Context: an optimization exercise on an open-source flow, tuned for small area, a short achievable clock period and few clock cycles per item. The choices shown serve that exercise and are no tape-out recipe.
Function was checked by simulation only, so behaviour that the tests miss may differ from the original.

==> inputs of run a <==
// ghash_acc
module ghash_acc (
    input  wire         clk,
    input  wire         rst,         
    input  wire         in_valid,
    output wire         in_ready,
    input  wire         in_first,
    input  wire         in_last,
    input  wire [127:0] in_h,
    input  wire [127:0] in_x,
    output wire         out_valid,
    input  wire         out_ready,
    output wire [127:0] out_tag
);
Settings: LEC_CHECK=0, CAP_MARGIN=25, CORE_MARGIN=2, CORE_UTILIZATION=45, PLACE_DENSITY=0.65, SETUP_SLACK_MARGIN=5, SLEW_MARGIN=30; clock period 10.0 ns.
run.sh (not shown) runs the stock make flow with config.mk's settings and CLKGATE_MAP_FILE= SYNTH_SCRIPT=/design/flow/synth_recipe.tcl, a recipe that flattens the netlist after the stock synthesis.
==> inputs of run b, as changes to run a <==
Settings changed: CAP_MARGIN 25 to 20, CORE_UTILIZATION 45 to 65, PLACE_DENSITY 0.65 to 0.75, SLEW_MARGIN 30 to 20.
==> qor summary <==
Number of rows created at floorplan: run a 190; run b 158
Share of synthesized area occupied by flip-flops and latches: run a 18.1%; run b 18.1%
Fraction of synthesized cell area taken by the top area cell type: run a 45.9%; run b 45.9%
Resized cells post-CTS: run a 943; run b 568
Cell total after placement: run a 19302; run b 18105
CTS Buf Count: run a 85; run b 81
Estimated wirelength of the detail-placed design: run a 607000 um; run b 516000 um
Area post-placement: run a 136000 um^2; run b 132000 um^2
Avg Cell Area, Syn: run a 8.04 um^2; run b 8.04 um^2
Pre-CTS setup slack: run a 3470 ps; run b 3690 ps
Number of flops mapped to enable cells by yosys: run a 640; run b 640
Syn nets: run a 15266; run b 15266
I/O pin cnt: run a 392; run b 392
Fraction of registers with async set or reset after synthesis: run a 0%; run b 0%
Die width: run a 522 um; run b 435 um
Number of buffers added for setup after CTS: run a 264; run b 196
Clock sink count: run a 773; run b 773
Synthesized-area fraction occupied by xor and xnor cells: run a 61.4%; run b 61.4%
Routability-driven placement congestion ratio: run a 1.15; run b 1.24
Count of yosys warnings during synthesis: run a 1; run b 1
Die Span Y: run a 522 um; run b 435 um
CTS Hold Buffers Added: run a 0; run b 0
Status: run a timing/DRC/antenna clean; run b did not finish
Failing step: run a -; run b global routing
Starting density of the core: run a 45.1%; run b 65.2%
Synthesized instance count: run a 15004; run b 15004
Unique cell type count in the Yosys netlist: run a 34; run b 34
Synthesized area: run a 121000 um^2; run b 121000 um^2
Testbench counts of run a, summed over its fixed seeds: cycles 1,239, blocks 1,201.
Testbench counts of run b, summed over its fixed seeds: cycles 1,239, blocks 1,201.


==> v16 <==
Another version of the RTL of ghash_acc (not shown whole).
export LEC_CHECK = 0
export CAP_MARGIN = 30
export CORE_MARGIN = 2
export CORE_UTILIZATION = 45
export PLACE_DENSITY = 0.65
export SETUP_SLACK_MARGIN = 5
export SLEW_MARGIN = 40
create_clock -name core_clock -period 10.0 [get_ports {clk}]
==> inputs of v38, as changes to v16 <==
--- a/flow/design.v
+++ b/flow/design.v
@@ -285,27 +285,26 @@
     assign tq_n[250] = h_s[2];
     assign tq_n[251] = h_s[3];
     assign tq_n[252] = h_s[4];
     assign tq_n[253] = h_s[5];
     assign tq_n[254] = h_s[6];
     wire [127:0] a = st;
     wire [127:0] xi = c_mul ? x_r : 128'h0;    
     wire [127:0] o;          
-    wire [111:0] lo;     
-    ghash_tmvp #(.N(128)) u_mul (.t(tq), .v(a), .x({7'h0, xi[127:7]}), .o(o), .lo(lo));
+    ghash_tmvp #(.N(128)) u_mul (.t(tq), .v(a), .x({7'h0, xi[127:7]}), .o(o));
     wire [127:0] c;          
     assign c[127:7] = o[120:0];
-    assign c[0] = (((lo[0] ^ lo[105]) ^ ((lo[84] ^ lo[7]) ^ (lo[14] ^ lo[28]))) ^ (((lo[49] ^ lo[56]) ^ (lo[77] ^ lo[91])) ^ ((lo[98] ^ (xi[0] ^ lo[21])) ^ ((lo[35] ^ lo[42]) ^ (lo[63] ^ lo[70])))));
-    assign c[1] = (((((lo[64] ^ lo[71]) ^ lo[0]) ^ (lo[105] ^ lo[1])) ^ ((lo[106] ^ (lo[85] ^ lo[7])) ^ ((lo[14] ^ lo[28]) ^ (lo[49] ^ lo[56])))) ^ ((((lo[77] ^ lo[91]) ^ (lo[98] ^ lo[8])) ^ ((lo[15] ^ lo[29]) ^ (lo[50] ^ lo[57]))) ^ (((lo[78] ^ lo[92]) ^ (lo[99] ^ ((xi[1] ^ (a[0] & (tq[248]))) ^ lo[21]))) ^ (((lo[35] ^ lo[42]) ^ (lo[63] ^ lo[70])) ^ ((lo[84] ^ lo[22]) ^ (lo[36] ^ lo[43]))))));
-    assign c[2] = (((((lo[99] ^ lo[9]) ^ (lo[16] ^ lo[30])) ^ ((lo[51] ^ lo[58]) ^ (lo[79] ^ lo[93]))) ^ (((lo[100] ^ (((a[1] & (tq[248])) ^ (xi[2] ^ (a[0] & (tq[248] ^ tq[249])))) ^ lo[21])) ^ ((lo[35] ^ lo[42]) ^ (lo[63] ^ lo[70]))) ^ (((lo[84] ^ lo[22]) ^ (lo[36] ^ lo[43])) ^ ((lo[64] ^ lo[71]) ^ (lo[85] ^ lo[23]))))) ^ (((((lo[37] ^ lo[44]) ^ (lo[65] ^ lo[72])) ^ (lo[0] ^ lo[105])) ^ ((lo[1] ^ lo[106]) ^ (lo[2] ^ lo[107]))) ^ ((((lo[86] ^ lo[7]) ^ (lo[14] ^ lo[28])) ^ ((lo[49] ^ lo[56]) ^ (lo[77] ^ lo[91]))) ^ (((lo[98] ^ lo[8]) ^ (lo[15] ^ lo[29])) ^ ((lo[50] ^ lo[57]) ^ (lo[78] ^ lo[92]))))));
-    assign c[3] = (((((lo[100] ^ lo[10]) ^ (lo[17] ^ lo[31])) ^ ((lo[52] ^ lo[59]) ^ (lo[80] ^ lo[94]))) ^ (((lo[101] ^ (((xi[3] ^ (a[0] & (tq[249] ^ tq[250]))) ^ ((a[1] & (tq[248] ^ tq[249])) ^ (a[2] & (tq[248])))) ^ lo[22])) ^ ((lo[36] ^ lo[43]) ^ (lo[64] ^ lo[71]))) ^ (((lo[85] ^ lo[23]) ^ (lo[37] ^ lo[44])) ^ ((lo[65] ^ lo[72]) ^ (lo[86] ^ lo[24]))))) ^ (((((lo[38] ^ lo[45]) ^ (lo[66] ^ lo[73])) ^ (lo[1] ^ lo[106])) ^ ((lo[2] ^ lo[107]) ^ (lo[3] ^ lo[108]))) ^ ((((lo[87] ^ lo[8]) ^ (lo[15] ^ lo[29])) ^ ((lo[50] ^ lo[57]) ^ (lo[78] ^ lo[92]))) ^ (((lo[99] ^ lo[9]) ^ (lo[16] ^ lo[30])) ^ ((lo[51] ^ lo[58]) ^ (lo[79] ^ lo[93]))))));
-    assign c[4] = (((((lo[101] ^ lo[11]) ^ (lo[18] ^ lo[32])) ^ ((lo[53] ^ lo[60]) ^ (lo[81] ^ lo[95]))) ^ (((lo[102] ^ ((((a[1] & (tq[249] ^ tq[250])) ^ (a[2] & (tq[248] ^ tq[249]))) ^ ((a[3] & (tq[248])) ^ (xi[4] ^ (a[0] & (tq[250] ^ tq[251]))))) ^ lo[23])) ^ ((lo[37] ^ lo[44]) ^ (lo[65] ^ lo[72]))) ^ (((lo[86] ^ lo[24]) ^ (lo[38] ^ lo[45])) ^ ((lo[66] ^ lo[73]) ^ (lo[87] ^ lo[25]))))) ^ (((((lo[39] ^ lo[46]) ^ (lo[67] ^ lo[74])) ^ (lo[2] ^ lo[107])) ^ ((lo[3] ^ lo[108]) ^ (lo[4] ^ lo[109]))) ^ ((((lo[88] ^ lo[9]) ^ (lo[16] ^ lo[30])) ^ ((lo[51] ^ lo[58]) ^ (lo[79] ^ lo[93]))) ^ (((lo[100] ^ lo[10]) ^ (lo[17] ^ lo[31])) ^ ((lo[52] ^ lo[59]) ^ (lo[80] ^ lo[94]))))));
-    assign c[5] = (((((lo[102] ^ lo[12]) ^ (lo[19] ^ lo[33])) ^ ((lo[54] ^ lo[61]) ^ (lo[82] ^ lo[96]))) ^ (((lo[103] ^ ((((a[3] & (tq[248] ^ tq[249])) ^ (a[4] & (tq[248]))) ^ ((xi[5] ^ (a[0] & (tq[251] ^ tq[252]))) ^ ((a[1] & (tq[250] ^ tq[251])) ^ (a[2] & (tq[249] ^ tq[250]))))) ^ lo[24])) ^ ((lo[38] ^ lo[45]) ^ (lo[66] ^ lo[73]))) ^ (((lo[87] ^ lo[25]) ^ (lo[39] ^ lo[46])) ^ ((lo[67] ^ lo[74]) ^ (lo[88] ^ lo[26]))))) ^ (((((lo[40] ^ lo[47]) ^ (lo[68] ^ lo[75])) ^ (lo[3] ^ lo[108])) ^ ((lo[4] ^ lo[109]) ^ (lo[5] ^ lo[110]))) ^ ((((lo[89] ^ lo[10]) ^ (lo[17] ^ lo[31])) ^ ((lo[52] ^ lo[59]) ^ (lo[80] ^ lo[94]))) ^ (((lo[101] ^ lo[11]) ^ (lo[18] ^ lo[32])) ^ ((lo[53] ^ lo[60]) ^ (lo[81] ^ lo[95]))))));
-    assign c[6] = (((((lo[103] ^ lo[13]) ^ (lo[20] ^ lo[34])) ^ ((lo[55] ^ lo[62]) ^ (lo[83] ^ lo[97]))) ^ (((lo[104] ^ ((((a[5] & (tq[248])) ^ (xi[6] ^ (a[0] & (tq[252] ^ tq[253])))) ^ (((a[1] & (tq[251] ^ tq[252])) ^ (a[2] & (tq[250] ^ tq[251]))) ^ ((a[3] & (tq[249] ^ tq[250])) ^ (a[4] & (tq[248] ^ tq[249]))))) ^ lo[25])) ^ ((lo[39] ^ lo[46]) ^ (lo[67] ^ lo[74]))) ^ (((lo[88] ^ lo[26]) ^ (lo[40] ^ lo[47])) ^ ((lo[68] ^ lo[75]) ^ (lo[89] ^ lo[27]))))) ^ (((((lo[41] ^ lo[48]) ^ (lo[69] ^ lo[76])) ^ (lo[4] ^ lo[109])) ^ ((lo[5] ^ lo[110]) ^ (lo[6] ^ lo[111]))) ^ ((((lo[90] ^ lo[11]) ^ (lo[18] ^ lo[32])) ^ ((lo[53] ^ lo[60]) ^ (lo[81] ^ lo[95]))) ^ (((lo[102] ^ lo[12]) ^ (lo[19] ^ lo[33])) ^ ((lo[54] ^ lo[61]) ^ (lo[82] ^ lo[96]))))));
+    assign c[0] = o[121] ^ xi[0];
+    assign c[1] = o[121] ^ o[122] ^ (a[0] & (tq[248])) ^ xi[1];
+    assign c[2] = o[121] ^ o[122] ^ o[123] ^ (a[0] & (tq[248] ^ tq[249])) ^ (a[1] & (tq[248])) ^ xi[2];
+    assign c[3] = o[122] ^ o[123] ^ o[124] ^ (a[0] & (tq[249] ^ tq[250])) ^ (a[1] & (tq[248] ^ tq[249])) ^ (a[2] & (tq[248])) ^ xi[3];
+    assign c[4] = o[123] ^ o[124] ^ o[125] ^ (a[0] & (tq[250] ^ tq[251])) ^ (a[1] & (tq[249] ^ tq[250])) ^ (a[2] & (tq[248] ^ tq[249])) ^ (a[3] & (tq[248])) ^ xi[4];
+    assign c[5] = o[124] ^ o[125] ^ o[126] ^ (a[0] & (tq[251] ^ tq[252])) ^ (a[1] & (tq[250] ^ tq[251])) ^ (a[2] & (tq[249] ^ tq[250])) ^ (a[3] & (tq[248] ^ tq[249])) ^ (a[4] & (tq[248])) ^ xi[5];
+    assign c[6] = o[125] ^ o[126] ^ o[127] ^ (a[0] & (tq[252] ^ tq[253])) ^ (a[1] & (tq[251] ^ tq[252])) ^ (a[2] & (tq[250] ^ tq[251])) ^ (a[3] & (tq[249] ^ tq[250])) ^ (a[4] & (tq[248] ^ tq[249])) ^ (a[5] & (tq[248])) ^ xi[6];
     wire c_tag  = sv & s_last & tag_ok;      
     wire c_load = ~sv & xv;                  
     wire fold   = c_mul | ((c_tag | c_load) & xv);    
     wire ld_h   = (c_tag | c_load) & xv;     
     wire keep   = ~(c_mul | c_tag | c_load);
     wire acc    = in_valid & rdy & ~rst;
     wire xv_n   = acc | (xv & ~fold);
     wire sv_n   = c_mul | ld_h | (sv & keep);
@@ -341,34 +340,30 @@
             ov     <= ov_n;
         end
     end
 endmodule
 module ghash_tmvp #(parameter integer N = 128) (
     input  wire [2*N-2:0] t,
     input  wire [N-1:0]   v,
     input  wire [N-1:0]   x,
-    output wire [N-1:0]   o,
-    output wire [7*(N/8)-1:0] lo
+    output wire [N-1:0]   o
 );
     generate if (N <= 8) begin : g_base
         genvar i;
         for (i = 0; i < N; i = i + 1) begin : g_row
             wire [N-1:0] row;
             genvar j;
             for (j = 0; j < N; j = j + 1) begin : g_col
                 assign row[j] = t[i - j + N - 1] & v[j];
             end
             assign o[i] = (^row) ^ x[i];
         end
-        assign lo = o[N-1:N-7];
     end else begin : g_split
         localparam integer H = N / 2;
         wire [3*H-2:0] s = t[3*H-2:0] ^ t[4*H-2:H];
         wire [H-1:0] p0, p1, p2;
-        wire [7*(H/8)-1:0] l0, l1, l2;
-        ghash_tmvp #(.N(H)) u0 (.t(t[3*H-2:H]), .v(v[H-1:0] ^ v[N-1:H]), .x({H{1'b0}}), .o(p0), .lo(l0));
-        ghash_tmvp #(.N(H)) u1 (.t(s[2*H-2:0]),  .v(v[N-1:H]),           .x({H{1'b0}}), .o(p1), .lo(l1));
-        ghash_tmvp #(.N(H)) u2 (.t(s[3*H-2:H]),  .v(v[H-1:0]),           .x({H{1'b0}}), .o(p2), .lo(l2));
+        ghash_tmvp #(.N(H)) u0 (.t(t[3*H-2:H]), .v(v[H-1:0] ^ v[N-1:H]), .x({H{1'b0}}), .o(p0));
+        ghash_tmvp #(.N(H)) u1 (.t(s[2*H-2:0]),  .v(v[N-1:H]),           .x({H{1'b0}}), .o(p1));
+        ghash_tmvp #(.N(H)) u2 (.t(s[3*H-2:H]),  .v(v[H-1:0]),           .x({H{1'b0}}), .o(p2));
         assign o = {p0 ^ (p2 ^ x[N-1:H]), p0 ^ (p1 ^ x[H-1:0])};
-        assign lo = {l2, l0};
     end endgenerate
 endmodule
==> qor.yml <==
post-place-cells: 19311
dpl.hpwl_um: 608000
global_route.usage.met3_pct: 21.5
wire_per_inst_um: 37.9
run_status: "finished clean"
pre_cts_slack_ns: 3.56
synth.net_count: 15266
n_tap_cell: 3552
synthesis.area_mm2: 0.121
synth_adder_area_share_pct: 0
netlist_top_cells_area: "xnor2_1 (46%), edfxtp_1 (16%), nor2_1 (12%), xor2_1 (9.9%), nand2_1 (5.1%)"
placement_rows: 190
final_clock_skew_ns: 0.0960
hold-worst-slack_ns: 0.508
Source of the figures above: v38

==> qor.yml <==
n_tap_cell: 3533
synth.net_count: 15296
netlist_top_cells_area: "xnor2_1 (47%), edfxtp_1 (16%), nor2_1 (12%), xor2_1 (9.9%), nand2_1 (4.9%)"
placement_rows: 189
hold-worst-slack_ns: 0.477
run_status: "finished clean"
pre_cts_slack_ns: 3.69
final_clock_skew_ns: 0.0868
grt_overflow_total: 0
synth_adder_area_share_pct: 0.00833
dpl.hpwl_um: 547000
wire_per_inst_um: 34.7
layout_commonest_cell: "xnor2_1"
Source of the figures above: v16

Testbench counts of v16, summed over its fixed seeds: cycles 1,239, blocks 1,201.
Testbench counts of v38, summed over its fixed seeds: cycles 1,239, blocks 1,201.


==> branch garnet: inputs <==
RTL: one of the versions met above, not the one the previous note started from.
Design ghash_acc, start of the top module:
module ghash_acc (
    input  wire         clk,
    input  wire         rst,         
    input  wire         in_valid,
    output wire         in_ready,
    input  wire         in_first,
    input  wire         in_last,
    input  wire [127:0] in_h,
    input  wire [127:0] in_x,
    output wire         out_valid,
    input  wire         out_ready,
    output wire [127:0] out_tag
);
export LEC_CHECK = 0
export CAP_MARGIN = 30
export CORE_MARGIN = 2
export CORE_UTILIZATION = 55
export PLACE_DENSITY = 0.7
export SETUP_SLACK_MARGIN = 5
export SLEW_MARGIN = 40
create_clock -name core_clock -period 10.0 [get_ports {clk}]
==> branch willow: changes against branch garnet <==
Settings changed: PLACE_DENSITY 0.7 to 0.8.
==> results.txt <==
Outcome: branch garnet timing/DRC/antenna clean; branch willow did not finish
Last stage reached: branch garnet -; branch willow global routing (5_1_grt)
PortBufs: branch garnet 391; branch willow 391
Clock net sink count: branch garnet 773; branch willow 773
Post-placement setup slack: branch garnet 3.737 ns; branch willow 3.875 ns
Count of cells resized by post-cts repair: branch garnet 605; branch willow 521
Synth Register Bits: branch garnet 773; branch willow 773
Total half-perimeter wirelength after legalization and detailed placement: branch garnet 565300 um; branch willow 575700 um
Placer congestion estimate: branch garnet 1.190; branch willow 1.205
Post-Synthesis Mean Instance Area: branch garnet 8.038 sq um; branch willow 8.038 sq um
Total CTS buffers: branch garnet 89; branch willow 86
Xor/xnor share of the synthesized area: branch garnet 0.6142; branch willow 0.6142
Compound-cell area share of the yosys netlist: branch garnet 0.01143; branch willow 0.01143
EDFF count, synth: branch garnet 640; branch willow 640
Post-CTS setup buffers: branch garnet 228; branch willow 181
Async set-or-reset flop fraction in the synthesized netlist: branch garnet 0; branch willow 0
Cell area reported after detailed placement: branch garnet 0.1362 sq mm; branch willow 0.1357 sq mm
Placed Cells incl. Taps: branch garnet 18600; branch willow 18600
Mapped Nets: branch garnet 15270; branch willow 15270
Sequential cell area fraction in the yosys report: branch garnet 0.1814; branch willow 0.1814
Die span in x: branch garnet 472.3 um; branch willow 472.3 um
Testbench counts of branch garnet, summed over its fixed seeds: cycles 1,239, blocks 1,201.
Testbench counts of branch willow, summed over its fixed seeds: cycles 1,239, blocks 1,201.

[what the ideal ports hide]
The results above use ideal ports. As a check the final layouts listed here were re-extracted and re-timed, cells and wires unchanged. Step 1 (the two cells are an assumption about what drives the block):
set clk [get_ports {clk}]
set_driving_cell -lib_cell sky130_fd_sc_hd__clkbuf_16 $clk
set_driving_cell -lib_cell sky130_fd_sc_hd__buf_2 [delete_from_list [all_inputs] $clk]
Step 2 times the ports against the registers' clock, not the clock port: input delays grow and output delays shrink by t, the midpoint of the rising clock arrivals with the driver on. Three values: ideal ports, drivers, drivers and shift; two values: the first two.
| run | t (ns) | slack for setup (ns) | latest minus earliest clock arrival (ns) | worst register clock-pin slew, ns |
|---|---|---|---|---|
| run a | 0.843 | 4.687 / 4.687 / 4.067 | 0.074 / 0.075 | 0.10 / 0.10 |
| v16 | 0.861 | 4.664 / 4.664 / 4.118 | 0.089 / 0.089 | 0.10 / 0.10 |
| v38 | 0.858 | 4.520 / 4.520 / 4.054 | 0.096 / 0.096 | 0.10 / 0.10 |
| branch garnet | 0.895 | 4.536 / 4.536 / 4.312 | 0.079 / 0.079 | 0.07 / 0.07 |
After both steps setup and hold are still met in every run listed. The setup slack of run a, which loses most, moves by 0.000 ns with the drivers and by -0.620 ns with both steps.
